This design comes from an exercise in tuning for small area, a short achievable clock period and few clock cycles on the open sky130 flow, not from production work.
In this exercise RTL edits were held to simulation tests only and were not proved equivalent to the original.

File: flow/constraint.sdc
create_clock -name core_clock -period 12.0 [get_ports {clk}]
set_input_delay 2.4000 -clock core_clock [delete_from_list [all_inputs] [get_ports {clk}]]
set_output_delay 2.4000 -clock core_clock [all_outputs]
set_load 0.01 [all_outputs]
File: flow/design.v
module gf16_mul (input wire [3:0] a, input wire [3:0] b, output wire [3:0] y);
    assign y[0] = (a[0] & b[0]) ^ (a[1] & b[3]) ^ (a[2] & b[2]) ^ (a[3] & b[1]);
    assign y[1] = (a[0] & b[1]) ^ (a[1] & b[0]) ^ (a[1] & b[3]) ^ (a[2] & b[2]) ^ (a[2] & b[3]) ^ (a[3] & b[1]) ^ (a[3] & b[2]);
    assign y[2] = (a[0] & b[2]) ^ (a[1] & b[1]) ^ (a[2] & b[0]) ^ (a[2] & b[3]) ^ (a[3] & b[2]) ^ (a[3] & b[3]);
    assign y[3] = (a[0] & b[3]) ^ (a[1] & b[2]) ^ (a[2] & b[1]) ^ (a[3] & b[0]) ^ (a[3] & b[3]);
endmodule
module gf16_inv (input wire [3:0] a, output reg [3:0] y);
    always @(*) begin
        case (a)
            4'd0: y = 4'd0;
            4'd1: y = 4'd1;
            4'd2: y = 4'd9;
            4'd3: y = 4'd14;
            4'd4: y = 4'd13;
            4'd5: y = 4'd11;
            4'd6: y = 4'd7;
            4'd7: y = 4'd6;
            4'd8: y = 4'd15;
            4'd9: y = 4'd2;
            4'd10: y = 4'd12;
            4'd11: y = 4'd5;
            4'd12: y = 4'd10;
            4'd13: y = 4'd4;
            4'd14: y = 4'd3;
            4'd15: y = 4'd8;
            default: y = 4'd0;
        endcase
    end
endmodule
module gf256_tinv (input wire [7:0] a, output wire [7:0] y);
    wire [3:0] ah = a[7:4], al = a[3:0];
    wire [3:0] as = ah ^ al;
    wire [3:0] p, d;
    gf16_mul u_p (.a(ah), .b(al), .y(p));
    assign d = p ^ {(ah[0] ^ ah[2]), (ah[3]), (ah[1] ^ ah[3]), (ah[0])} ^ {(al[3]), (al[1] ^ al[3]), (al[2]), (al[0] ^ al[2])};
    reg [3:0] g0;
    always @(*) begin
        case (d)
            4'd0: g0 = 4'd0;
            4'd1: g0 = 4'd1;
            4'd2: g0 = 4'd9;
            4'd3: g0 = 4'd14;
            4'd4: g0 = 4'd13;
            4'd5: g0 = 4'd11;
            4'd6: g0 = 4'd7;
            4'd7: g0 = 4'd6;
            4'd8: g0 = 4'd15;
            4'd9: g0 = 4'd2;
            4'd10: g0 = 4'd12;
            4'd11: g0 = 4'd5;
            4'd12: g0 = 4'd10;
            4'd13: g0 = 4'd4;
            4'd14: g0 = 4'd3;
            4'd15: g0 = 4'd8;
            default: g0 = 4'd0;
        endcase
    end
    reg [3:0] g1;
    always @(*) begin
        case (d)
            4'd0: g1 = 4'd0;
            4'd1: g1 = 4'd2;
            4'd2: g1 = 4'd1;
            4'd3: g1 = 4'd15;
            4'd4: g1 = 4'd9;
            4'd5: g1 = 4'd5;
            4'd6: g1 = 4'd14;
            4'd7: g1 = 4'd12;
            4'd8: g1 = 4'd13;
            4'd9: g1 = 4'd4;
            4'd10: g1 = 4'd11;
            4'd11: g1 = 4'd10;
            4'd12: g1 = 4'd7;
            4'd13: g1 = 4'd8;
            4'd14: g1 = 4'd6;
            4'd15: g1 = 4'd3;
            default: g1 = 4'd0;
        endcase
    end
    reg [3:0] g2;
    always @(*) begin
        case (d)
            4'd0: g2 = 4'd0;
            4'd1: g2 = 4'd4;
            4'd2: g2 = 4'd2;
            4'd3: g2 = 4'd13;
            4'd4: g2 = 4'd1;
            4'd5: g2 = 4'd10;
            4'd6: g2 = 4'd15;
            4'd7: g2 = 4'd11;
            4'd8: g2 = 4'd9;
            4'd9: g2 = 4'd8;
            4'd10: g2 = 4'd5;
            4'd11: g2 = 4'd7;
            4'd12: g2 = 4'd14;
            4'd13: g2 = 4'd3;
            4'd14: g2 = 4'd12;
            4'd15: g2 = 4'd6;
            default: g2 = 4'd0;
        endcase
    end
    reg [3:0] g3;
    always @(*) begin
        case (d)
            4'd0: g3 = 4'd0;
            4'd1: g3 = 4'd8;
            4'd2: g3 = 4'd4;
            4'd3: g3 = 4'd9;
            4'd4: g3 = 4'd2;
            4'd5: g3 = 4'd7;
            4'd6: g3 = 4'd13;
            4'd7: g3 = 4'd5;
            4'd8: g3 = 4'd1;
            4'd9: g3 = 4'd3;
            4'd10: g3 = 4'd10;
            4'd11: g3 = 4'd14;
            4'd12: g3 = 4'd15;
            4'd13: g3 = 4'd6;
            4'd14: g3 = 4'd11;
            4'd15: g3 = 4'd12;
            default: g3 = 4'd0;
        endcase
    end
    assign y[4] = (ah[0] & g0[0]) ^ (ah[1] & g1[0]) ^ (ah[2] & g2[0]) ^ (ah[3] & g3[0]);
    assign y[5] = (ah[0] & g0[1]) ^ (ah[1] & g1[1]) ^ (ah[2] & g2[1]) ^ (ah[3] & g3[1]);
    assign y[6] = (ah[0] & g0[2]) ^ (ah[1] & g1[2]) ^ (ah[2] & g2[2]) ^ (ah[3] & g3[2]);
    assign y[7] = (ah[0] & g0[3]) ^ (ah[1] & g1[3]) ^ (ah[2] & g2[3]) ^ (ah[3] & g3[3]);
    assign y[0] = (as[0] & g0[0]) ^ (as[1] & g1[0]) ^ (as[2] & g2[0]) ^ (as[3] & g3[0]);
    assign y[1] = (as[0] & g0[1]) ^ (as[1] & g1[1]) ^ (as[2] & g2[1]) ^ (as[3] & g3[1]);
    assign y[2] = (as[0] & g0[2]) ^ (as[1] & g1[2]) ^ (as[2] & g2[2]) ^ (as[3] & g3[2]);
    assign y[3] = (as[0] & g0[3]) ^ (as[1] & g1[3]) ^ (as[2] & g2[3]) ^ (as[3] & g3[3]);
endmodule
module map_phi (input wire [7:0] a, output wire [7:0] y);
    assign y[0] = a[0] ^ a[3] ^ a[4] ^ a[6] ^ a[7];
    assign y[1] = a[2] ^ a[6];
    assign y[2] = a[1] ^ a[2] ^ a[5] ^ a[7];
    assign y[3] = a[1] ^ a[2] ^ a[4] ^ a[5] ^ a[7];
    assign y[4] = a[1] ^ a[5] ^ a[7];
    assign y[5] = a[2] ^ a[3];
    assign y[6] = a[1] ^ a[4] ^ a[6] ^ a[7];
    assign y[7] = a[5] ^ a[7];
endmodule
module map_phi_inv (input wire [7:0] a, output wire [7:0] y);
    assign y[0] = a[0] ^ a[2] ^ a[5] ^ a[6] ^ a[7];
    assign y[1] = a[4] ^ a[7];
    assign y[2] = a[2] ^ a[4];
    assign y[3] = a[2] ^ a[4] ^ a[5];
    assign y[4] = a[2] ^ a[3];
    assign y[5] = a[1] ^ a[3] ^ a[6];
    assign y[6] = a[1] ^ a[2] ^ a[4];
    assign y[7] = a[1] ^ a[3] ^ a[6] ^ a[7];
endmodule
module map_alpha (input wire [7:0] a, output wire [7:0] y);
    assign y[0] = ~(a[4] ^ a[5] ^ a[7]);
    assign y[1] = ~(a[0] ^ a[1] ^ a[3] ^ a[4] ^ a[5] ^ a[7]);
    assign y[2] = ~(a[0] ^ a[2] ^ a[3] ^ a[4]);
    assign y[3] = ~(a[0] ^ a[1] ^ a[2] ^ a[4] ^ a[6]);
    assign y[4] = a[0] ^ a[1] ^ a[2] ^ a[3] ^ a[7];
    assign y[5] = ~(a[0] ^ a[1] ^ a[2] ^ a[4] ^ a[5] ^ a[7]);
    assign y[6] = a[3] ^ a[4] ^ a[5] ^ a[6];
    assign y[7] = a[1] ^ a[2] ^ a[6] ^ a[7];
endmodule
module map_alpha_inv (input wire [7:0] a, output wire [7:0] y);
    assign y[0] = ~(a[0] ^ a[1] ^ a[2] ^ a[3] ^ a[4] ^ a[5] ^ a[6]);
    assign y[1] = ~(a[0] ^ a[1] ^ a[5] ^ a[6] ^ a[7]);
    assign y[2] = a[0] ^ a[2] ^ a[3] ^ a[4] ^ a[5] ^ a[7];
    assign y[3] = a[0] ^ a[1] ^ a[2] ^ a[3] ^ a[4] ^ a[7];
    assign y[4] = a[0] ^ a[3] ^ a[4] ^ a[6];
    assign y[5] = ~(a[1] ^ a[2] ^ a[4] ^ a[5] ^ a[6] ^ a[7]);
    assign y[6] = ~(a[4] ^ a[5] ^ a[6]);
    assign y[7] = a[1] ^ a[2] ^ a[3] ^ a[5] ^ a[7];
endmodule
module map_alpha_phi_inv (input wire [7:0] a, output wire [7:0] y);
    assign y[0] = ~(a[2] ^ a[3] ^ a[7]);
    assign y[1] = ~(a[0] ^ a[2] ^ a[3] ^ a[6] ^ a[7]);
    assign y[2] = ~(a[0] ^ a[3] ^ a[6] ^ a[7]);
    assign y[3] = ~(a[0] ^ a[1] ^ a[3] ^ a[4] ^ a[5] ^ a[6]);
    assign y[4] = a[0] ^ a[1] ^ a[2] ^ a[3] ^ a[4] ^ a[7];
    assign y[5] = ~(a[0] ^ a[2] ^ a[3] ^ a[5] ^ a[6] ^ a[7]);
    assign y[6] = a[2] ^ a[5] ^ a[6];
    assign y[7] = a[3] ^ a[4] ^ a[6];
endmodule
module map_sbt_out (input wire [7:0] a, output wire [7:0] y);
    assign y[0] = a[0] ^ a[1] ^ a[2] ^ a[5] ^ a[6];
    assign y[1] = ~(a[0] ^ a[2] ^ a[3] ^ a[6] ^ a[7]);
    assign y[2] = a[1] ^ a[2];
    assign y[3] = a[0] ^ a[1] ^ a[2] ^ a[3] ^ a[4] ^ a[6];
    assign y[4] = a[0] ^ a[1] ^ a[3] ^ a[4] ^ a[5] ^ a[7];
    assign y[5] = a[1] ^ a[5];
    assign y[6] = a[2] ^ a[5] ^ a[6];
    assign y[7] = ~(a[3] ^ a[4] ^ a[6]);
endmodule
module aes_sbox (input wire [7:0] a, output wire [7:0] y);
    wire [7:0] u;
    gf256_tinv  u1 (.a(a), .y(u));
    map_sbt_out u2 (.a(u), .y(y));
endmodule
module aes_g_col (input wire [31:0] a, output wire [31:0] y);
    assign y[0] = ~(a[4] ^ a[7] ^ a[10] ^ a[15] ^ a[19] ^ a[20] ^ a[21] ^ a[22] ^ a[23] ^ a[29] ^ a[30]);
    assign y[1] = ~(a[2] ^ a[4] ^ a[7] ^ a[9] ^ a[10] ^ a[12] ^ a[13] ^ a[15] ^ a[17] ^ a[18] ^ a[23] ^ a[24] ^ a[27] ^ a[29] ^ a[30]);
    assign y[2] = ~(a[1] ^ a[4] ^ a[5] ^ a[9] ^ a[10] ^ a[12] ^ a[13] ^ a[14] ^ a[15] ^ a[16] ^ a[23] ^ a[26] ^ a[27] ^ a[31]);
    assign y[3] = ~(a[3] ^ a[4] ^ a[8] ^ a[9] ^ a[15] ^ a[17] ^ a[21] ^ a[23] ^ a[25] ^ a[30]);
    assign y[4] = a[0] ^ a[1] ^ a[2] ^ a[4] ^ a[5] ^ a[10] ^ a[11] ^ a[12] ^ a[13] ^ a[16] ^ a[18] ^ a[20] ^ a[24] ^ a[31];
    assign y[5] = ~(a[1] ^ a[3] ^ a[6] ^ a[7] ^ a[8] ^ a[9] ^ a[10] ^ a[11] ^ a[13] ^ a[17] ^ a[18] ^ a[20] ^ a[21] ^ a[23] ^ a[25] ^ a[26] ^ a[27] ^ a[28] ^ a[29] ^ a[31]);
    assign y[6] = a[0] ^ a[2] ^ a[6] ^ a[8] ^ a[9] ^ a[11] ^ a[12] ^ a[13] ^ a[14] ^ a[15] ^ a[16] ^ a[17] ^ a[18] ^ a[22] ^ a[24] ^ a[26] ^ a[27] ^ a[28] ^ a[31];
    assign y[7] = a[2] ^ a[5] ^ a[9] ^ a[11] ^ a[13] ^ a[16] ^ a[17] ^ a[18] ^ a[19] ^ a[20] ^ a[23] ^ a[24] ^ a[27] ^ a[30] ^ a[31];
    assign y[8] = ~(a[5] ^ a[6] ^ a[12] ^ a[15] ^ a[18] ^ a[23] ^ a[27] ^ a[28] ^ a[29] ^ a[30] ^ a[31]);
    assign y[9] = ~(a[0] ^ a[3] ^ a[5] ^ a[6] ^ a[10] ^ a[12] ^ a[15] ^ a[17] ^ a[18] ^ a[20] ^ a[21] ^ a[23] ^ a[25] ^ a[26] ^ a[31]);
    assign y[10] = ~(a[2] ^ a[3] ^ a[7] ^ a[9] ^ a[12] ^ a[13] ^ a[17] ^ a[18] ^ a[20] ^ a[21] ^ a[22] ^ a[23] ^ a[24] ^ a[31]);
    assign y[11] = ~(a[1] ^ a[6] ^ a[11] ^ a[12] ^ a[16] ^ a[17] ^ a[23] ^ a[25] ^ a[29] ^ a[31]);
    assign y[12] = a[0] ^ a[7] ^ a[8] ^ a[9] ^ a[10] ^ a[12] ^ a[13] ^ a[18] ^ a[19] ^ a[20] ^ a[21] ^ a[24] ^ a[26] ^ a[28];
    assign y[13] = ~(a[1] ^ a[2] ^ a[3] ^ a[4] ^ a[5] ^ a[7] ^ a[9] ^ a[11] ^ a[14] ^ a[15] ^ a[16] ^ a[17] ^ a[18] ^ a[19] ^ a[21] ^ a[25] ^ a[26] ^ a[28] ^ a[29] ^ a[31]);
    assign y[14] = a[0] ^ a[2] ^ a[3] ^ a[4] ^ a[7] ^ a[8] ^ a[10] ^ a[14] ^ a[16] ^ a[17] ^ a[19] ^ a[20] ^ a[21] ^ a[22] ^ a[23] ^ a[24] ^ a[25] ^ a[26] ^ a[30];
    assign y[15] = a[0] ^ a[3] ^ a[6] ^ a[7] ^ a[10] ^ a[13] ^ a[17] ^ a[19] ^ a[21] ^ a[24] ^ a[25] ^ a[26] ^ a[27] ^ a[28] ^ a[31];
    assign y[16] = ~(a[3] ^ a[4] ^ a[5] ^ a[6] ^ a[7] ^ a[13] ^ a[14] ^ a[20] ^ a[23] ^ a[26] ^ a[31]);
    assign y[17] = ~(a[1] ^ a[2] ^ a[7] ^ a[8] ^ a[11] ^ a[13] ^ a[14] ^ a[18] ^ a[20] ^ a[23] ^ a[25] ^ a[26] ^ a[28] ^ a[29] ^ a[31]);
    assign y[18] = ~(a[0] ^ a[7] ^ a[10] ^ a[11] ^ a[15] ^ a[17] ^ a[20] ^ a[21] ^ a[25] ^ a[26] ^ a[28] ^ a[29] ^ a[30] ^ a[31]);
    assign y[19] = ~(a[1] ^ a[5] ^ a[7] ^ a[9] ^ a[14] ^ a[19] ^ a[20] ^ a[24] ^ a[25] ^ a[31]);
    assign y[20] = a[0] ^ a[2] ^ a[4] ^ a[8] ^ a[15] ^ a[16] ^ a[17] ^ a[18] ^ a[20] ^ a[21] ^ a[26] ^ a[27] ^ a[28] ^ a[29];
    assign y[21] = ~(a[1] ^ a[2] ^ a[4] ^ a[5] ^ a[7] ^ a[9] ^ a[10] ^ a[11] ^ a[12] ^ a[13] ^ a[15] ^ a[17] ^ a[19] ^ a[22] ^ a[23] ^ a[24] ^ a[25] ^ a[26] ^ a[27] ^ a[29]);
    assign y[22] = a[0] ^ a[1] ^ a[2] ^ a[6] ^ a[8] ^ a[10] ^ a[11] ^ a[12] ^ a[15] ^ a[16] ^ a[18] ^ a[22] ^ a[24] ^ a[25] ^ a[27] ^ a[28] ^ a[29] ^ a[30] ^ a[31];
    assign y[23] = a[0] ^ a[1] ^ a[2] ^ a[3] ^ a[4] ^ a[7] ^ a[8] ^ a[11] ^ a[14] ^ a[15] ^ a[18] ^ a[21] ^ a[25] ^ a[27] ^ a[29];
    assign y[24] = ~(a[2] ^ a[7] ^ a[11] ^ a[12] ^ a[13] ^ a[14] ^ a[15] ^ a[21] ^ a[22] ^ a[28] ^ a[31]);
    assign y[25] = ~(a[1] ^ a[2] ^ a[4] ^ a[5] ^ a[7] ^ a[9] ^ a[10] ^ a[15] ^ a[16] ^ a[19] ^ a[21] ^ a[22] ^ a[26] ^ a[28] ^ a[31]);
    assign y[26] = ~(a[1] ^ a[2] ^ a[4] ^ a[5] ^ a[6] ^ a[7] ^ a[8] ^ a[15] ^ a[18] ^ a[19] ^ a[23] ^ a[25] ^ a[28] ^ a[29]);
    assign y[27] = ~(a[0] ^ a[1] ^ a[7] ^ a[9] ^ a[13] ^ a[15] ^ a[17] ^ a[22] ^ a[27] ^ a[28]);
    assign y[28] = a[2] ^ a[3] ^ a[4] ^ a[5] ^ a[8] ^ a[10] ^ a[12] ^ a[16] ^ a[23] ^ a[24] ^ a[25] ^ a[26] ^ a[28] ^ a[29];
    assign y[29] = ~(a[0] ^ a[1] ^ a[2] ^ a[3] ^ a[5] ^ a[9] ^ a[10] ^ a[12] ^ a[13] ^ a[15] ^ a[17] ^ a[18] ^ a[19] ^ a[20] ^ a[21] ^ a[23] ^ a[25] ^ a[27] ^ a[30] ^ a[31]);
    assign y[30] = a[0] ^ a[1] ^ a[3] ^ a[4] ^ a[5] ^ a[6] ^ a[7] ^ a[8] ^ a[9] ^ a[10] ^ a[14] ^ a[16] ^ a[18] ^ a[19] ^ a[20] ^ a[23] ^ a[24] ^ a[26] ^ a[30];
    assign y[31] = a[1] ^ a[3] ^ a[5] ^ a[8] ^ a[9] ^ a[10] ^ a[11] ^ a[12] ^ a[15] ^ a[16] ^ a[19] ^ a[22] ^ a[23] ^ a[26] ^ a[29];
endmodule
module aes_inv_round (
    input  wire [127:0] s,       
    input  wire [127:0] rk,      
    output wire [127:0] keyed,   
    output wire [127:0] mixed    
);
    wire [127:0] z;
    genvar k;
    generate
        for (k = 0; k < 16; k = k + 1) begin : g_byte
            localparam integer R   = k % 4;
            localparam integer C   = k / 4;
            localparam integer SRC = R + 4 * ((C - R + 4) % 4);
            gf256_tinv u_inv (.a(s[127 - 8*SRC -: 8]), .y(z[127 - 8*k -: 8]));
        end
        for (k = 0; k < 4; k = k + 1) begin : g_col
            aes_g_col u_g (.a(keyed[127 - 32*k -: 32]), .y(mixed[127 - 32*k -: 32]));
        end
    endgenerate
    assign keyed = z ^ rk;
endmodule
module aes256_key_step (
    input  wire [127:0] a,
    input  wire [31:0]  b_last,   
    input  wire [3:0]   r,        
    input  wire         fwd,
    output wire [127:0] y
);
    wire [31:0] sub;
    genvar k;
    generate
        for (k = 0; k < 4; k = k + 1) begin : g_sub
            aes_sbox u_sbox (.a(b_last[31 - 8*k -: 8]), .y(sub[31 - 8*k -: 8]));
        end
    endgenerate
    reg [7:0] rcon;
    wire [7:0] rcon_t;           
    map_phi u_rcon (.a(rcon), .y(rcon_t));
    always @(*) begin
        case (r[3:1])
            3'd1: rcon = 8'h01;
            3'd2: rcon = 8'h02;
            3'd3: rcon = 8'h04;
            3'd4: rcon = 8'h08;
            3'd5: rcon = 8'h10;
            3'd6: rcon = 8'h20;
            3'd7: rcon = 8'h40;
            default: rcon = 8'h00;
        endcase
    end
    wire [31:0] temp = r[0] ? sub : ({sub[23:0], sub[31:24]} ^ {rcon_t, 24'h000000});
    wire [31:0] a0 = a[127:96], a1 = a[95:64], a2 = a[63:32], a3 = a[31:0];
    wire [31:0] p1 = fwd ? (a0 ^ a1)           : (a0 ^ a1);
    wire [31:0] p2 = fwd ? (a0 ^ a1 ^ a2)      : (a1 ^ a2);
    wire [31:0] p3 = fwd ? (a0 ^ a1 ^ a2 ^ a3) : (a2 ^ a3);
    wire [31:0] tf = fwd ? temp : 32'd0;
    assign y = {a0 ^ temp, p1 ^ tf, p2 ^ tf, p3 ^ tf};
endmodule
module cph_unwrap (
    input  wire         clk,
    input  wire         rst,             
    input  wire         blob_we,
    input  wire [4:0]   blob_idx,
    input  wire [31:0]  blob_wdata,
    input  wire         start,
    input  wire [6:0]   blob_len,        
    input  wire [255:0] kek,             
    input  wire [7:0]   kinds_allowed,   
    output wire         busy,
    output wire         done,            
    output reg  [3:0]   result,          
    output wire [479:0] rec              
);
    localparam [3:0] RES_OK = 4'd0, RES_INTEGRITY = 4'd4, RES_LENGTH = 4'd5, RES_KIND = 4'd6;
    reg s_idle, s_exp, s_load, s_round, s_check, s_done;
    reg exp_first;               
    reg [63:0]  q [0:7];         
    reg [127:0] st;              
    reg [255:0] ks;              
    reg [255:0] kw;              
    reg [3:0]   kr;              
    reg [5:0]   tx;              
    reg [6:0]   len;
    reg [7:0]   kinds;
    reg [7:0]   act;             
    reg [2:0]   rsel1, rsel2;    
    reg         len_bad;
    reg f_int, f_kind, f_lenm, f_rsv, f_allow;
    assign busy = ~s_idle;
    assign done = s_done;
    wire [3:0] nblk   = len[6:3] - 4'd1;    
    wire       len_ok = (len[2:0] == 3'd0) && (len >= 7'd32) && (len <= 7'd72);
    wire       more   = (tx != 6'd0);
    wire       last   = (kr == 4'd1);        
    wire [127:0] kstep;
    aes256_key_step u_kstep (
        .a      (kw[255:128]),
        .b_last (kw[31:0]),
        .r      (kr),
        .fwd    (s_exp),
        .y      (kstep)
    );
    wire [127:0] keyed, mixed;
    aes_inv_round u_round (
        .s     (st),
        .rk    (kw[127:0]),
        .keyed (keyed),
        .mixed (mixed)
    );
    wire [63:0]  q_rd = q[s_round ? rsel2 : rsel1];
    wire [7:0]   t_phi;
    wire [63:0]  k14_phi, a_y, a_in, r_in, r_out;
    map_phi u_tphi (.a({2'b00, tx}), .y(t_phi));
    wire [63:0]  q_phi;
    assign k14_phi = ks[127:64];
    genvar k;
    generate
        for (k = 0; k < 8; k = k + 1) begin : g_in
            map_alpha_phi_inv u_ain  (.a(a_y[63 - 8*k -: 8]), .y(a_in[63 - 8*k -: 8]));
            map_phi           u_qphi (.a(q_rd[63 - 8*k -: 8]), .y(q_phi[63 - 8*k -: 8]));
            map_alpha_phi_inv u_rin  (.a(q_phi[63 - 8*k -: 8] ^ ks[63 - 8*k -: 8]), .y(r_in[63 - 8*k -: 8]));
            map_phi_inv       u_rout (.a(keyed[63 - 8*k -: 8]), .y(r_out[63 - 8*k -: 8]));
        end
    endgenerate
    wire [63:0]  a_mask = more ? (k14_phi ^ {56'd0, t_phi}) : 64'd0;
    assign       a_y    = (s_round ? keyed[127:64] : st[127:64]) ^ a_mask;
    wire         use_mixed = s_round & ~last;
    wire [127:0] st_next = use_mixed ? mixed : {a_in, r_in};
    wire [31:0] mli, aiv_t;
    map_alpha u_aiv0 (.a(8'hA6), .y(aiv_t[31:24]));
    map_alpha u_aiv1 (.a(8'h59), .y(aiv_t[23:16]));
    map_alpha u_aiv2 (.a(8'h59), .y(aiv_t[15:8]));
    map_alpha u_aiv3 (.a(8'hA6), .y(aiv_t[7:0]));
    generate
        for (k = 0; k < 4; k = k + 1) begin : g_mli
            map_alpha_inv u_mli (.a(st[95 - 8*k -: 8]), .y(mli[31 - 8*k -: 8]));
        end
    endgenerate
    wire [6:0]  nbytes = {nblk, 3'b000};
    reg pad_ok;                  
    integer b;
    always @(*) begin
        pad_ok = 1'b1;
        for (b = 1; b < 8; b = b + 1)
            if (mli[2:0] != 3'd0 && b >= mli[2:0] && q_rd[63 - 8*b -: 8] != 8'h00)
                pad_ok = 1'b0;
    end
    wire integrity_ok = (st[127:96] == aiv_t) && (mli[31:7] == 25'd0) &&
                        (mli[6:0] > nbytes - 7'd8) && (mli[6:0] <= nbytes) && pad_ok;
    wire [7:0]  rec_kind  = q[0][63:56];
    wire [7:0]  rec_flags = q[0][55:48];
    wire [15:0] rec_rsvd  = q[0][47:32];
    reg [6:0] rec_len;           
    always @(*) begin
        case (rec_kind)
            8'h01:   rec_len = 7'd20;
            8'h02:   rec_len = 7'd36;
            8'h03:   rec_len = 7'd44;
            8'h04:   rec_len = 7'd60;
            8'h05:   rec_len = 7'd20;
            8'h06:   rec_len = 7'd36;
            default: rec_len = 7'd0;
        endcase
    end
    always @(*) begin
        if (len_bad)
            result = RES_LENGTH;
        else if (!f_int)
            result = RES_INTEGRITY;
        else if (!f_kind)
            result = RES_KIND;
        else if (!f_lenm)
            result = RES_LENGTH;
        else if (!f_rsv)
            result = RES_KIND;
        else if (!f_allow)
            result = RES_KIND;
        else
            result = RES_OK;
    end
    assign rec = {q[0], q[1], q[2], q[3], q[4], q[5], q[6], q[7][63:32]};
    always @(posedge clk) begin
        if (rst) begin
            s_idle  <= 1'b1;
            s_exp   <= 1'b0;
            s_load  <= 1'b0;
            s_round <= 1'b0;
            s_check <= 1'b0;
            s_done  <= 1'b0;
        end else begin
            s_idle  <= (s_idle & ~start) | s_done;
            s_exp   <= (s_idle & start) | (s_exp & (kr != 4'd14) & ~(exp_first & ~len_ok));
            s_load  <= s_exp & (kr == 4'd14);
            s_round <= s_load | (s_round & ~(last & ~more));
            s_check <= s_round & last & ~more;
            s_done  <= s_check | (exp_first & ~len_ok);
        end
        exp_first <= s_idle & start & ~rst;
        if (s_idle) begin
            len   <= blob_len;
            kinds <= kinds_allowed;
        end
        if (s_idle)
            kr <= 4'd2;
        else if (s_exp)
            kr <= (kr == 4'd14) ? 4'd14 : kr + 4'd1;
        else if (s_load || (s_round && last))
            kr <= 4'd14;
        else
            kr <= kr - 4'd1;
        if (exp_first) begin
            len_bad <= ~len_ok;
            tx      <= {nblk[2:0], 2'b00} + {1'b0, nblk[2:0], 1'b0} + {nblk[3], 5'd0} + {1'b0, nblk[3], 4'd0};
            rsel1   <= nblk[2:0] - 3'd1;
            rsel2   <= nblk[2:0] - 3'd2;
            act     <= {nblk > 4'd7, nblk > 4'd6, nblk > 4'd5, nblk > 4'd4,
                        nblk > 4'd3, nblk > 4'd2, nblk > 4'd1, nblk > 4'd0};
        end else if (s_load || (s_round && last)) begin
            tx <= tx - 6'd1;
        end
        if (s_check) begin
            f_int   <= integrity_ok;
            f_kind  <= (rec_len != 7'd0);
            f_lenm  <= (mli == {25'd0, rec_len});
            f_rsv   <= (rec_flags[7:3] == 5'd0) && (rec_rsvd == 16'd0);
            f_allow <= kinds[rec_kind[2:0]];
        end
    end
    wire [255:0] kek_phi;
    generate
        for (k = 0; k < 32; k = k + 1) begin : g_kek
            map_phi u_kphi (.a(kek[255 - 8*k -: 8]), .y(kek_phi[255 - 8*k -: 8]));
        end
    endgenerate
    always @(posedge clk) begin
        if (s_idle)
            kw <= kek_phi;
        else if (s_load || (s_round && last))
            kw <= {ks[127:0], ks[255:128]};
        else
            kw <= {kw[127:0], kstep};
        if (s_exp)
            ks <= {kw[127:0], kstep};
    end
    wire        wr_v  = blob_we;
    wire [4:0]  wr_idx = blob_idx;
    wire        wr_ok = s_idle & ~rst;
    wire [31:0] wbus  = wr_ok ? {blob_wdata[7:0], blob_wdata[15:8], blob_wdata[23:16], blob_wdata[31:24]} : 32'd0;
    wire        clr   = rst | s_done;
    wire [31:0] wbus_phi;
    generate
        for (k = 0; k < 4; k = k + 1) begin : g_wphi
            map_phi u_wphi (.a(wbus[31 - 8*k -: 8]), .y(wbus_phi[31 - 8*k -: 8]));
        end
    endgenerate
    wire        shift = s_round & last;
    always @(posedge clk) begin
        st[63:0] <= st_next[63:0];
        if ((s_load || s_round) && !rst)
            st[127:64] <= st_next[127:64];
        else begin
            if (clr || (wr_ok && wr_v && wr_idx == 5'd0)) st[127:96] <= wbus_phi;
            if (clr || (wr_ok && wr_v && wr_idx == 5'd1)) st[95:64]  <= wbus_phi;
        end
    end
    generate
        for (k = 0; k < 8; k = k + 1) begin : g_q
            wire [63:0] prev = (k == 0) ? r_out : q[(k + 7) % 8];
            wire        sh   = shift & act[k] & ~rst;
            wire        ck   = clr | (exp_first & ~(nblk > k));
            always @(posedge clk) begin
                if (sh) begin
                    q[k] <= prev;
                end else begin
                    if (ck || (wr_ok && wr_v && wr_idx == 2 + 2*k)) q[k][63:32] <= wbus;
                    if (ck || (wr_ok && wr_v && wr_idx == 3 + 2*k)) q[k][31:0]  <= wbus;
                end
            end
        end
    endgenerate
endmodule
File: flow/config.mk
export PLATFORM = sky130hd
export DESIGN_NAME = cph_unwrap
export DESIGN_NICKNAME = cph_unwrap
export VERILOG_FILES = /design/flow/design.v
export SDC_FILE = /design/flow/constraint.sdc
export NUM_CORES = 8
export LEC_CHECK = 0
export CAP_MARGIN = 20
export CORE_MARGIN = 2
export CORE_UTILIZATION = 25
export SLEW_MARGIN = 20
File: flow/standard.sh
#!/bin/bash
# synth_recipe.tcl (not shown) runs the flow's synth.tcl, then flattens the netlist and writes it again
# the make line also repeats each setting of config.mk as NAME=value (left out here)
make -C /OpenROAD-flow-scripts/flow DESIGN_CONFIG=/design/flow/config.mk WORK_HOME=/design/flow/orfs CLKGATE_MAP_FILE= SYNTH_SCRIPT=/design/flow/synth_recipe.tcl "${@:-finish}"
File: flow/flow/run.sh
#!/bin/bash
# Layout flow: the standard ORFS flow (standard synthesis included), run with a
# larger setup margin for ORFS's repair_timing steps and plain buf_1 cells as the
# port buffers. Each ORFS step writes its own log under orfs/logs/; make's output
# goes to flow_make.log.
set -euo pipefail
bash standard.sh SETUP_SLACK_MARGIN=7 "BUFFER_PORTS_ARGS=-buffer_cell sky130_fd_sc_hd__buf_1" finish > flow_make.log 2>&1
==> results by group, run 1 <==
CTS
  – Clk slew on worst S/H paths: 60 ps
  – CTS tree: built
  – Total CTS buffers: 149
  – Max H-tree Level: 4
  – CTS Buffer Depth: 4
  – Worst-Skew Late Latency: 860 ps
  – CTS Sinks: 1,204
  – Hold_buf cts: 0
  – CTS root buffer: clkbuf_16

Finish
  – Layout cells sized above 1: 18.0%
  – Commonest non-fill, non-tap cell in the layout: nand2_1
  – Filler cell count: 39,588
  – Final net count: 11,874
  – Most frequent cells in the layout: nand2_1 (1,695), xnor2_1 (1,595), o21ai_0 (907), edfxtp_1 (873), buf_1 (796)
  – Synth-to-layout area growth: 26.1%
  – Final Non-Filler Cells: 16,482

Setup path
  – Critical path data required time: 12,650 ps
  – Critical Path Fanout Max: 34
  – Slowest stage delay, CP: 670 ps
  – FF-to-FF Start: s_round
  – Critical path class: flip-flop to flip-flop
  – Startpoint Class: flip-flop
  – CP Cell Sequence: nand2b_2, nand2_4, buf_12, nor2_4, buf_4, a221oi_1, o21ai_0, o21ai_1, xor2_1, xnor2_1, xnor2_1, xnor2_1, xor2_1, xnor2_1, o21ai_0
  – Critical Path Sink Type: flip-flop
  – Critical Path Slowest Stage Cell: o21ai_0
  – Arr. time, crit path: 5780 ps
  – Most frequent CP cell: xnor2_1
  – Crit path from: s_round

Synthesis
  – Post-synthesis sequential area ratio: 34.2%
  – Multiplexer area fraction after synthesis: 4.24%
  – Area fraction in and, or, nand and nor cells after synthesis: 11.5%
  – Number of flops mapped to enable cells by yosys: 873
  – Yosys warns: 4
  – Synth Area in Compound Gates: 12.1%
  – Area leader, netlist: edfxtp_1
  – Mapped cell area: 96,000 um^2
  – Post-Synth XOR/XNOR Area: 31.4%
  – Library cells used by synthesis: 108
  – Prevailing post-synth register cell: edfxtp_1
  – Largest family of logic cells by synthesized area: XOR/XNOR gates
  – Synthesized area per cell: 9.39 um^2
  – Adder and majority gate portion of the synthesized area: 3.08%
  – Dominant cells by area after synthesis: edfxtp_1 (27%), xnor2_1 (17%), xor2_1 (8.3%), dfxtp_1 (6.9%), nand2_1 (6.7%)
  – Syn Nets: 10,772
  – Synth top area share: 27.3%
  – Mapped Cells: 10,224
  – Yosys reg bits: 1,204
  – Synth async-reset ratio: 0%

Place
  – GP Congestion: 1.03
  – Cells after DPL: 15,615
  – I/O Buffers: 796
  – Final HPWL DP: 405,000 um

Global routing
  – Initial antenna violation count: 52
  – Global route total overflow: 0
  – GR Util All Layers: 25.5%
  – Largest net degree at the start of global routing: 167
  – First-pass GRT wire length: 689,000 um
  – Vias in the first global route: 78,645

Timing
  – Slew headroom: 16.2%
  – Final Hold Viols: 0
  – Final critical-path share of the clock period: 42.7%
  – Worst-Margin Slew: 1250 ps
  – Hold_ws: 498 ps
  – Clock skew: 69.8 ps
  – Final Setup Violations: 0
  – RSZ-0062 raised after global routing: yes
  – Crit path time final: 5120 ps
  – Setup TNS: 0 ps
  – Max frequency: 0.195 GHz
  – Slew Limit Fails: 0

Detailed routing
  – ANT nets after route: 0
  – Detailed Route Iter0 Violations: 13,897
  – Drt pass-1 iters: 7
  – Via Count: 88,350
  – Vias/cell: 5.36
  – DRC: 0
  – WL/cell: 32.0 um
  – DRT Wirelength: 527,000 um

Floorplanning
  – Die height: 624 um
  – Die ar.: 389,000 um^2
  – Row count: 227
  – Core Area: 382,000 um^2
  – Effective utilization at floorplan: 25.1%
  – Die X: 624 um
  – I/O Pins: 798

Flow run
  – Maxcap violations: 0

Worst hold path
  – Hold Crit Start: kw[26]
  – Min-delay worst type: flip-flop to flip-flop

Run status
  – Run status: finished clean
==> critical path: cells and delay by family (launching register included) <==
kind / cells / cell delay (ps)
AOI/OAI and AO/OA: 4 / 1480
and+or+nand+nor: 3 / 550
DFF: 1 / 490
buffers and inverters: 2 / 750
xor gates and xnor gates: 6 / 1650
==> kinds of logic (layout without fill, tap and decap cells) <==
kind of cell	after synthesis	in the layout
compound gates	1951	1951
xor+xnor	3076	3078
fa+ha+maj	236	236
buf+inv	791	1995
flops	1204	1204
mux	371	371
other cells	1	14
simple gates	2594	2595
==> layout make-up <==
class / count / area [um^2] / area share [%]
antenna: 13 / 32.5 / 0.0269
clock buffer: 187 / 4060 / 3.35
clock inverter: 69 / 711 / 0.587
inverter: 192 / 767 / 0.633
multi-input combinational: 8232 / 66800 / 55.1
sequential: 1204 / 33100 / 27.3
tap: 5038 / 6300 / 5.21
timing repair buffer: 1547 / 9410 / 7.77
==> through the flow <==
step                      area, um^2  setup WS, ps  utilization [%]
final                         121000          6880             31.7
after global routing          121000          6880             31.7
after CTS                     115000          6890             30.1
after detailed placement      104000          4830             27.3
after global placement        104000          4440             27.3
after floorplan                96100          6840                -
==> cells in the mapped netlist (20+ instances only) <==
master and count:
buf_2 100, a31oi_1 52, edfxtp_1 873, nor2b_1 46
and3_1 72, o22ai_1 112, or2_2 29, nand2_1 1715
a21oi_1 299, o211ai_1 100, o221ai_1 27, nand2b_1 49
xnor3_1 145, or3_1 20, a22oi_1 55, dfxtp_1 331
o21a_1 26, xor3_1 25, o21ai_0 952, buf_1 57
and2_1 42, ha_1 235, a211oi_1 35, buf_4 46
a221oi_1 58, xnor2_2 64, inv_1 182, clkbuf_1 391
mux2i_1 310, xor2_1 911, mux4_2 23, mux2_2 35
nor3_1 67, nor2_1 355, nand4_1 20, nand3_1 98
nor3b_1 20, o21ai_1 32, xnor2_1 1902
==> what timing repair did <==
item | CTS | global route
endpoints found under the setup margin | 413 | 298
resized for setup | 624 | 557
buffers inserted | 269 | 323
gates cloned | 0 | 5
pin swaps | 132 | 253
==> sequential cells by signal (all words and copies together) (netlist names), 4 cells and up <==
register / cells
st: 128
ks: 256
kr: 4
len: 7
tx: 6
kinds: 8
kw: 256
act: 8
q: 512
==> routing by layer <==
metal,global-route usage [%],up-vias,share of wire (%)
li1,-,37097,-
met4,14.2,20,7.0
met5,0,-,0.026
met1,32.8,43408,38
met3,8.02,1218,13
met2,37.7,6607,42
==> final timing paths <==
kind | cells after the start | end | slack [ps]
setup / recovery | 15 | st[43] | 6880
hold / removal | 0 | ks[154] | 500
setup reg to reg | 15 | st[43] | 6880
hold reg to reg | 0 | ks[154] | 500
Testbench counts, summed over its fixed seeds: cycles 84,144.
==> run 2, diff against run 1 <==
--- a/flow/design.v
+++ b/flow/design.v
@@ -279,12 +279,14 @@
             default: rcon = 8'h00;
         endcase
     end
-    wire [31:0] temp = r[0] ? sub : ({sub[23:0], sub[31:24]} ^ {rcon_t, 24'h000000});
+    wire [31:0] t_rot = {sub[23:0], sub[31:24]} ^ {rcon_t, 24'h000000};
+    wire        odd   = r[0];
+    wire [31:0] temp  = ({32{odd}} & sub) | ({32{~odd}} & t_rot);
     wire [31:0] a0 = a[127:96], a1 = a[95:64], a2 = a[63:32], a3 = a[31:0];
     wire [31:0] p1 = fwd ? (a0 ^ a1)           : (a0 ^ a1);
     wire [31:0] p2 = fwd ? (a0 ^ a1 ^ a2)      : (a1 ^ a2);
     wire [31:0] p3 = fwd ? (a0 ^ a1 ^ a2 ^ a3) : (a2 ^ a3);
-    wire [31:0] tf = fwd ? temp : 32'd0;
+    wire [31:0] tf = ({32{fwd & odd}} & sub) | ({32{fwd & ~odd}} & t_rot);
     assign y = {a0 ^ temp, p1 ^ tf, p2 ^ tf, p3 ^ tf};
 endmodule
 module cph_unwrap (
@@ -307,6 +309,7 @@
     reg exp_first;               
     reg [63:0]  q [0:7];         
     reg [127:0] st;              
+    reg [63:0]  areg;            
     reg [255:0] ks;              
     reg [255:0] kw;              
     reg [3:0]   kr;              
@@ -315,6 +318,7 @@
     reg [7:0]   kinds;
     reg [7:0]   act;             
     reg [2:0]   rsel1, rsel2;    
+    reg [7:0]   rd1h;            
     reg         len_bad;
     reg f_int, f_kind, f_lenm, f_rsv, f_allow;
     assign busy = ~s_idle;
@@ -338,7 +342,13 @@
         .keyed (keyed),
         .mixed (mixed)
     );
-    wire [63:0]  q_rd = q[s_round ? rsel2 : rsel1];
+    reg  [63:0]  q_rd;               
+    integer r;
+    always @(*) begin
+        q_rd = 64'd0;
+        for (r = 0; r < 8; r = r + 1)
+            if (rd1h[r]) q_rd = q_rd | q[r];
+    end
     wire [7:0]   t_phi;
     wire [63:0]  k14_phi, a_y, a_in, r_in, r_out;
     map_phi u_tphi (.a({2'b00, tx}), .y(t_phi));
@@ -354,7 +364,7 @@
         end
     endgenerate
     wire [63:0]  a_mask = more ? (k14_phi ^ {56'd0, t_phi}) : 64'd0;
-    assign       a_y    = (s_round ? keyed[127:64] : st[127:64]) ^ a_mask;
+    assign       a_y    = (s_round ? keyed[127:64] : areg) ^ a_mask;
     wire         use_mixed = s_round & ~last;
     wire [127:0] st_next = use_mixed ? mixed : {a_in, r_in};
     wire [31:0] mli, aiv_t;
@@ -364,7 +374,7 @@
     map_alpha u_aiv3 (.a(8'hA6), .y(aiv_t[7:0]));
     generate
         for (k = 0; k < 4; k = k + 1) begin : g_mli
-            map_alpha_inv u_mli (.a(st[95 - 8*k -: 8]), .y(mli[31 - 8*k -: 8]));
+            map_alpha_inv u_mli (.a(areg[31 - 8*k -: 8]), .y(mli[31 - 8*k -: 8]));
         end
     endgenerate
     wire [6:0]  nbytes = {nblk, 3'b000};
@@ -376,7 +386,7 @@
             if (mli[2:0] != 3'd0 && b >= mli[2:0] && q_rd[63 - 8*b -: 8] != 8'h00)
                 pad_ok = 1'b0;
     end
-    wire integrity_ok = (st[127:96] == aiv_t) && (mli[31:7] == 25'd0) &&
+    wire integrity_ok = (areg[63:32] == aiv_t) && (mli[31:7] == 25'd0) &&
                         (mli[6:0] > nbytes - 7'd8) && (mli[6:0] <= nbytes) && pad_ok;
     wire [7:0]  rec_kind  = q[0][63:56];
     wire [7:0]  rec_flags = q[0][55:48];
@@ -449,6 +459,12 @@
         end else if (s_load || (s_round && last)) begin
             tx <= tx - 6'd1;
         end
+        if (exp_first)
+            rd1h <= 8'd1 << (nblk[2:0] - 3'd1);
+        else if (s_load)
+            rd1h <= 8'd1 << rsel2;
+        else if (s_round && last && !more)
+            rd1h <= 8'd1 << rsel1;
         if (s_check) begin
             f_int   <= integrity_ok;
             f_kind  <= (rec_len != 7'd0);
@@ -463,13 +479,10 @@
             map_phi u_kphi (.a(kek[255 - 8*k -: 8]), .y(kek_phi[255 - 8*k -: 8]));
         end
     endgenerate
+    wire         k_step = ~s_idle & ~(s_load | (s_round & last));
+    wire [255:0] kw_alt = s_idle ? kek_phi : {ks[127:0], ks[255:128]};
     always @(posedge clk) begin
-        if (s_idle)
-            kw <= kek_phi;
-        else if (s_load || (s_round && last))
-            kw <= {ks[127:0], ks[255:128]};
-        else
-            kw <= {kw[127:0], kstep};
+        kw <= k_step ? {kw[127:0], kstep} : kw_alt;
         if (s_exp)
             ks <= {kw[127:0], kstep};
     end
@@ -486,12 +499,12 @@
     endgenerate
     wire        shift = s_round & last;
     always @(posedge clk) begin
-        st[63:0] <= st_next[63:0];
-        if ((s_load || s_round) && !rst)
-            st[127:64] <= st_next[127:64];
+        st <= st_next;
+        if (shift && !more && !rst)
+            areg <= a_in;
         else begin
-            if (clr || (wr_ok && wr_v && wr_idx == 5'd0)) st[127:96] <= wbus_phi;
-            if (clr || (wr_ok && wr_v && wr_idx == 5'd1)) st[95:64]  <= wbus_phi;
+            if (clr || (wr_ok && wr_v && wr_idx == 5'd0)) areg[63:32] <= wbus_phi;
+            if (clr || (wr_ok && wr_v && wr_idx == 5'd1)) areg[31:0]  <= wbus_phi;
         end
     end
     generate
==> flow/flow/run.sh (replaced) <==
#!/bin/bash
# Layout flow: the standard ORFS flow (standard synthesis included), run with a
# larger setup margin for ORFS's repair_timing steps and plain buf_1 cells as the
# port buffers. Each ORFS step writes its own log under orfs/logs/; make's output
# goes to flow_make.log.
set -euo pipefail
bash standard.sh SETUP_SLACK_MARGIN=6.75 "BUFFER_PORTS_ARGS=-buffer_cell sky130_fd_sc_hd__buf_1" finish > flow_make.log 2>&1
==> run 2 against run 1 <==
Effect of this change:
- critical path type unchanged
- clock skew up 45 ps
- synthesized cell count is 3.6% lower
- die area decreased by 0.32%
- via count fell by 7.1%
- maximum frequency down 1.1%
- flip-flop and latch count increased by 72
- synthesized area down 0.32%
- final cell count is 4.3% lower
- global-route usage is 2.1 points lower
==> results by group, run 2 <==
Finish
  – Layout Cell Area excl Fill: 114,000 um^2 (-5.9%)
  – Most frequent cells in the layout: xnor2_1 (1,684), nand2_1 (1,614), xor2_1 (887), edfxtp_1 (881), o21ai_0 (802)
  – Synth-to-layout area growth: 19.0%
  – Largest regs: q (512), ks (256), kw (256)
  – Largest register by flop count: q
  – Commonest non-fill, non-tap cell in the layout: xnor2_1
  – Layout cells sized above 1: 11.2% (-6.9 points)
  – Final net count: 11,145 (-6.1%)
  – Final core occ: 29.8% (-1.8 points)
  – Max FFs per register: 512 (unchanged)

Worst hold path
  – Hold Crit Start: kw[7]
  – Min-delay worst type: flip-flop to flip-flop
  – Worst hold stages: 0 (unchanged)
  – Hold worst-path end: ks[135]

Floorplanning
  – Die ar.: 388,000 um^2 (-0.32%)
  – Effective utilization at floorplan: 25.1% (-0.044 points)
  – Die height: 623 um (-0.16%)
  – Core Area: 382,000 um^2 (-0.15%)
  – Die X: 623 um (-0.16%)
  – Row count: 227 (unchanged)
  – I/O Pins: 798 (unchanged)

Timing
  – Final critical-path share of the clock period: 43.2% (+0.46 points)
  – Final Hold Viols: 0 (unchanged)
  – Slew Limit Fails: 0 (unchanged)
  – Crit path time final: 5180 ps (+55.1 ps)
  – Final WS setup: 6820 ps (-55.1 ps)
  – Slew headroom: 20.7% (+4.5 points)
  – Final Setup Violations: 0 (unchanged)
  – Clock skew: 115 ps (+45.0 ps)
  – Max frequency: 0.193 GHz (-1.1%)
  – Hold_ws: 461 ps (-36.2 ps)
  – RSZ-0062 raised after global routing: yes
  – Worst-Margin Slew: 1190 ps (-67.4 ps)
  – Setup TNS: 0 ps (unchanged)

Synthesis
  – Synthesized area per cell: 9.71 um^2 (+3.4%)
  – Synth async-reset ratio: 0% (unchanged)
  – Syn Nets: 10,413 (-3.3%)
  – Yosys warns: 4 (unchanged)
  – Yosys reg bits: 1,276 (+6.0%)
  – Area leader, netlist: edfxtp_1
  – Dominant cells by area after synthesis: edfxtp_1 (28%), xnor2_1 (17%), xor2_1 (8.9%), dfxtp_1 (8.3%), nand2_1 (6.3%)
  – Library cells used by synthesis: 98 (-9.3%)
  – Synth top area share: 27.6% (+0.34 points)
  – Synth cell count leaders: xnor2_1 (1,839), nand2_1 (1,616), xor2_1 (971)
  – Prevailing post-synth register cell: edfxtp_1
  – Post-synthesis sequential area ratio: 35.9% (+1.7 points)
  – Mapped Cells: 9,859 (-3.6%)
  – Mapped cell area: 95,700 um^2 (-0.32%)
  – Number of flops mapped to enable cells by yosys: 881 (+0.92%)
  – Most frequent cell after synthesis: xnor2_1

Setup path
  – Critical Path Slowest Stage Cell: xnor2_1
  – Critical Path Fanout Max: 13 (-62%)
  – Cell count of the worst reg-to-reg path: 19 (+4)
  – Slowest stage delay, CP: 490 ps (-180 ps)
  – Critical path class: flip-flop to flip-flop
  – Critical path data required time: 12,710 ps (+60 ps)
  – FF-to-FF Start: kw[6]
  – Critical Path Sink Type: flip-flop
  – Startpoint Class: flip-flop
  – Flop2flop setup slack: 6820 ps (-60 ps)
  – CP Cell Sequence: ha_1, xor2_1, xnor3_2, xnor2_4, buf_4, ha_1, mux2_2, o21ai_0, nand2_1, xor2_1, xnor2_2, buf_4, xnor2_1, mux2i_1, xnor2_1, nand2_1, xnor2_1, nand2_1, a21oi_1
  – Arr. time, crit path: 5890 ps (+110 ps)
  – Reg2reg end: kw[10]

Global routing
  – Initial antenna violation count: 53 (+1.9%)
  – Global route total overflow: 0 (unchanged)
  – Largest net degree at the start of global routing: 142 (-15%)
  – GR Util All Layers: 23.4% (-2.1 points)
  – Vias in the first global route: 74,840 (-4.8%)
  – First-pass GRT wire length: 636,000 um (-7.7%)

CTS
  – Clk slew on worst S/H paths: 60 ps (about the same)
  – Max H-tree Level: 4 (unchanged)
  – CTS tree: built
  – Hold_buf cts: 0 (unchanged)
  – CTS Buffer Depth: 4 (unchanged)
  – CTS root buffer: clkbuf_16
  – CTS Sinks: 1,276 (+6.0%)
  – Total CTS buffers: 155 (+4.0%)
  – Worst-Skew Late Latency: 890 ps (+30 ps)

Detailed routing
  – ANT nets after route: 0 (unchanged)
  – Detailed Route Iter0 Violations: 11,684 (-16%)
  – WL/cell: 30.2 um (-5.5%)
  – Via Count: 82,118 (-7.1%)
  – DRT Wirelength: 477,000 um (-9.5%)
  – Vias/cell: 5.21 (-2.9%)
  – Drt pass-1 iters: 8 (+1)
  – DRC: 0 (unchanged)

Place
  – Setup slack at placement: 5640 ps (+806 ps)
  – I/O Buffers: 796 (unchanged)
  – Post-DP Area: 104,000 um^2 (-0.12%)
  – Final HPWL DP: 371,000 um (-8.2%)
  – GP Congestion: 1.01 (-2.9%)

Run status
  – Run status: finished clean

Flow run
  – Maxcap violations: 0 (unchanged)
run 2: worst max-delay path by stage:
stage | cells after the start | endpoint | slack, ps | from
2_1_floorplan | 6 | q[1][0] | 5670 | rst
3_3_place_gp | 17 | st[14] | 5570 | st[102]
3_5_place_dp | 17 | st[14] | 5640 | st[102]
4_1_cts | 17 | st[9] | 6670 | st[79]
5_1_grt | 19 | st[22] | 6680 | st[98]
6_report | 19 | kw[10] | 6820 | kw[6]
run 2: critical path: cells and delay by family, from the launching register on:
| kind | cells | cell delay, ps |
|---|---|---|
| xor gates and xnor gates | 8 | 2440 |
| and+or+nand+nor | 3 | 330 |
| DFF | 1 | 450 |
| AOI/OAI and AO/OA | 2 | 390 |
| muxes | 2 | 620 |
| buffers and inverters | 2 | 360 |
| adders and majority gates | 2 | 430 |
run 2: cell type report:
type | instances | area (um^2)
fillers | 40098 | 268000
repair buffers | 1097 | 5640
inverters | 165 | 624
flip-flops and latches | 1276 | 34500
well taps | 5038 | 6300
diodes | 27 | 67.6
clock buffers | 221 | 4380
multi-input cells | 7896 | 61800
clock inverters | 56 | 579
run 2: logic make-up (layout without fill, tap and decap cells):
logic type	count (synthesis)	in the layout	share of synthesized area, %
other	1	28	0.00392
buffers and inverters	687	1539	2.92
muxes	373	373	4.31
AOI/OAI and AO/OA	1762	1762	11.0
DFF	1276	1276	35.9
and+or+nand+nor	2428	2428	10.8
adders and majority gates	242	242	3.17
xor gates and xnor gates	3090	3090	31.8
run 2: per-stage QoR:
| stage | instances |
|---|---|
| after floorplan | 9859 |
| after global placement | 15292 |
| after detailed placement | 15292 |
| after CTS | 15607 |
| after global routing | 15757 |
| final | 15776 |
run 2: metal layers:
metal / vias up / track usage [%] / part of all wire (%)
met1: 40325 / 31.2 / 39
met5: - / 0 / 0.035
met3: 929 / 7.73 / 14
met4: 26 / 11.7 / 6.1
li1: 35221 / - / -
met2: 5617 / 33.5 / 41
run 2: what timing repair did:
| item | in CTS | in global routing |
|---|---|---|
| setup buffers | 38 | 140 |
| gates resized for setup | 240 | 280 |
| endpoints found under the setup margin | 399 | 327 |
| pin swaps | 24 | 73 |
Testbench counts of run 2, summed over its fixed seeds: cycles 84,144.
==> run 3, diff against run 2 <==
--- a/flow/design.v
+++ b/flow/design.v
@@ -353,7 +353,7 @@
     wire [63:0]  k14_phi, a_y, a_in, r_in, r_out;
     map_phi u_tphi (.a({2'b00, tx}), .y(t_phi));
     wire [63:0]  q_phi;
-    assign k14_phi = ks[127:64];
+    assign k14_phi = ks[127:64];       
     genvar k;
     generate
         for (k = 0; k < 8; k = k + 1) begin : g_in
==> run 3 against run 2 <==
Effect of this change:
- highest routed layer unchanged
- still clean on timing, DRC and antenna
==> results by group, run 3 <==
Setup path
  – Flop2flop setup slack: 6820 ps (about the same)
  – Worst setup path endpoint: kw[10]
  – FF-to-FF Start: kw[6]
  – Startpoint Class: flip-flop
  – Critical Path Sink Type: flip-flop
  – Critical path data required time: 12,710 ps (about the same)
  – Arr. time, crit path: 5890 ps (about the same)
  – Cell count of the worst reg-to-reg path: 19 (unchanged)
  – Crit path from: kw[6]
  – Reg2reg end: kw[10]
  – Critical path class: flip-flop to flip-flop
  – Critical Path Fanout Max: 13 (unchanged)

Synthesis
  – Yosys warns: 4 (unchanged)
  – Mapped Cells: 9,859 (unchanged)
  – Synthesized area per cell: 9.71 um^2 (unchanged)
  – Post-synthesis sequential area ratio: 35.9% (unchanged)
  – Synth top area share: 27.6% (unchanged)
  – Number of flops mapped to enable cells by yosys: 881 (unchanged)
  – Syn Nets: 10,413 (unchanged)
  – Synth async-reset ratio: 0% (unchanged)
  – Library cells used by synthesis: 98 (unchanged)
  – Yosys reg bits: 1,276 (unchanged)
  – Synth cell count leaders: xnor2_1 (1,839), nand2_1 (1,616), xor2_1 (971)
  – Dominant cells by area after synthesis: edfxtp_1 (28%), xnor2_1 (17%), xor2_1 (8.9%), dfxtp_1 (8.3%), nand2_1 (6.3%)
  – Area leader, netlist: edfxtp_1
  – Prevailing post-synth register cell: edfxtp_1
  – Mapped cell area: 95,700 um^2 (unchanged)
  – Most frequent cell after synthesis: xnor2_1

Global routing
  – Vias in the first global route: 74,840 (unchanged)
  – First-pass GRT wire length: 636,000 um (unchanged)
  – Global route total overflow: 0 (unchanged)
  – Initial antenna violation count: 53 (unchanged)
  – GR Util All Layers: 23.4% (unchanged)
  – Largest net degree at the start of global routing: 142 (unchanged)

Finish
  – Largest register by flop count: q
  – Max FFs per register: 512 (unchanged)
  – Commonest non-fill, non-tap cell in the layout: xnor2_1
  – Most frequent cells in the layout: xnor2_1 (1,684), nand2_1 (1,614), xor2_1 (887), edfxtp_1 (881), o21ai_0 (802)
  – Filler cell count: 40,098 (unchanged)
  – Largest regs: q (512), ks (256), kw (256)
  – Final net count: 11,145 (unchanged)
  – Final Non-Filler Cells: 15,776 (unchanged)
  – Layout cells sized above 1: 11.2% (unchanged)
  – Synth-to-layout area growth: 19.0% (unchanged)

CTS
  – CTS root buffer: clkbuf_16
  – Clk slew on worst S/H paths: 60 ps (about the same)
  – Total CTS buffers: 155 (unchanged)
  – Worst-Skew Late Latency: 890 ps (about the same)
  – CTS Sinks: 1,276 (unchanged)
  – CTS Buffer Depth: 4 (unchanged)
  – Max H-tree Level: 4 (unchanged)
  – CTS tree: built
  – Hold_buf cts: 0 (unchanged)

Timing
  – Final Setup Violations: 0 (unchanged)
  – RSZ-0062 raised after global routing: yes
  – Max frequency: 0.193 GHz (unchanged)
  – Worst-Margin Slew: 1190 ps (unchanged)
  – Final Hold Viols: 0 (unchanged)
  – Crit path time final: 5180 ps (unchanged)
  – Final WS setup: 6820 ps (unchanged)
  – Slew headroom: 20.7% (unchanged)
  – Setup TNS: 0 ps (unchanged)
  – Clock skew: 115 ps (unchanged)
  – Final critical-path share of the clock period: 43.2% (unchanged)
  – Slew Limit Fails: 0 (unchanged)

Worst hold path
  – Min-delay worst type: flip-flop to flip-flop

Flow run
  – Maxcap violations: 0 (unchanged)

Floorplanning
  – Row count: 227 (unchanged)
  – Die ar.: 388,000 um^2 (unchanged)
  – Effective utilization at floorplan: 25.1% (unchanged)
  – Die X: 623 um (unchanged)
  – I/O Pins: 798 (unchanged)
  – Die height: 623 um (unchanged)
  – Core Area: 382,000 um^2 (unchanged)

Run status
  – Run status: finished clean

Detailed routing
  – Drt pass-1 iters: 8 (unchanged)
  – Detailed Route Iter0 Violations: 11,684 (unchanged)
  – DRT Wirelength: 477,000 um (unchanged)
  – WL/cell: 30.2 um (unchanged)
  – Vias/cell: 5.21 (unchanged)
  – Via Count: 82,118 (unchanged)
  – ANT nets after route: 0 (unchanged)
  – DRC: 0 (unchanged)

Place
  – Setup slack at placement: 5640 ps (unchanged)
  – I/O Buffers: 796 (unchanged)
  – Cells after DPL: 15,292 (unchanged)
  – GP Congestion: 1.01 (unchanged)
  – Final HPWL DP: 371,000 um (unchanged)
-- run 3: through the flow --
stage	instance area (um^2)	hold WS, ps	utilization (%)
after global placement	104000	436	27.3
final	114000	461	29.8
after global routing	114000	463	29.8
after detailed placement	104000	431	27.3
after floorplan	95700	429	-
after CTS	111000	457	29.0
-- run 3: area by class of cell --
type | count | area (um^2) | area share (%)
antenna | 27 | 67.6 | 0.0593
clock buffer | 221 | 4380 | 3.85
clock inverter | 56 | 579 | 0.509
inverter | 165 | 624 | 0.548
multi-input combinational | 7896 | 61800 | 54.3
sequential | 1276 | 34500 | 30.3
tap | 5038 | 6300 | 5.53
timing repair buffer | 1097 | 5640 | 4.96
-- run 3: worst min path at each step --
stage	from	end	slack, ps	cells after the start
floorplan	kw[12]	ks[140]	430	0
global placement	kw[7]	ks[135]	440	0
detailed placement	kw[7]	ks[135]	430	0
CTS	kw[7]	ks[135]	460	0
global route	kw[7]	ks[135]	460	0
finish	kw[7]	ks[135]	460	0
-- run 3: cells by family (layout without fill, tap and decap cells) --
| kind of cell | after synthesis | after routing | share of synthesized area (%) |
|---|---|---|---|
| xor+xnor | 3090 | 3090 | 31.8 |
| simple gates | 2428 | 2428 | 10.8 |
| compound gates | 1762 | 1762 | 11.0 |
| flops | 1276 | 1276 | 35.9 |
| buf+inv | 687 | 1539 | 2.92 |
| mux | 373 | 373 | 4.31 |
| fa+ha+maj | 242 | 242 | 3.17 |
| other cells | 1 | 28 | 0.00392 |
-- run 3: layer usage --
metal	global-route usage [%]	vias to the layer above	part of all wire [%]
met2	33.5	5617	41
met4	11.7	26	6.1
met5	0	-	0.035
met1	31.2	40325	39
li1	-	35221	-
met3	7.73	929	14
-- run 3: what timing repair did --
action	4_1_cts	5_1_grt
pin swaps	24	73
gates cloned	0	0
resized for setup	240	280
endpoints found under the setup margin	399	327
buffers inserted	38	140
-- run 3: critical path, stage by stage (launching register included) --
cell	delay (ps)
dfxtp_4	450
ha_1	230
xor2_1	190
xnor3_2	410
xnor2_4	180
buf_4	170
ha_1	200
mux2_2	260
o21ai_0	230
nand2_1	100
xor2_1	250
xnor2_2	170
buf_4	190
xnor2_1	440
mux2i_1	360
xnor2_1	490
nand2_1	130
xnor2_1	310
nand2_1	100
a21oi_1	160
Testbench counts of run 3, summed over its fixed seeds: cycles 84,144.

-- separate check: timing with driven ports --
Ports are ideal in the flow. The routed layouts listed here were re-timed in OpenROAD. Step 1 (the two cells are an assumption about what drives the block):
set clk [get_ports {clk}]
set_driving_cell -lib_cell sky130_fd_sc_hd__clkbuf_16 $clk
set_driving_cell -lib_cell sky130_fd_sc_hd__buf_2 [delete_from_list [all_inputs] $clk]
Step 2, shift: input delay + t, output delay - t, t = (earliest + latest rising clock arrival at the registers) / 2. This alone moves slack from input paths to output paths. Three values: ideal, step 1, step 2; two values: the first two.
| run | shift t [ns] | setup WS [ns] | worst setup path after step 2 | worst data-port slew with drivers (ns) | cell pins on the clock port's net |
|---|---|---|---|---|---|
| run 1 | 0.927 | 6.876 / 6.876 / 6.249 | input to register | 0.26 | 1 |
| run 2 | 0.938 | 6.821 / 6.821 / 5.924 | input to register | 0.23 | 1 |
| run 3 | 0.938 | 6.821 / 6.821 / 5.924 | input to register | 0.23 | 1 |
After both steps setup and hold are still met in every run listed.
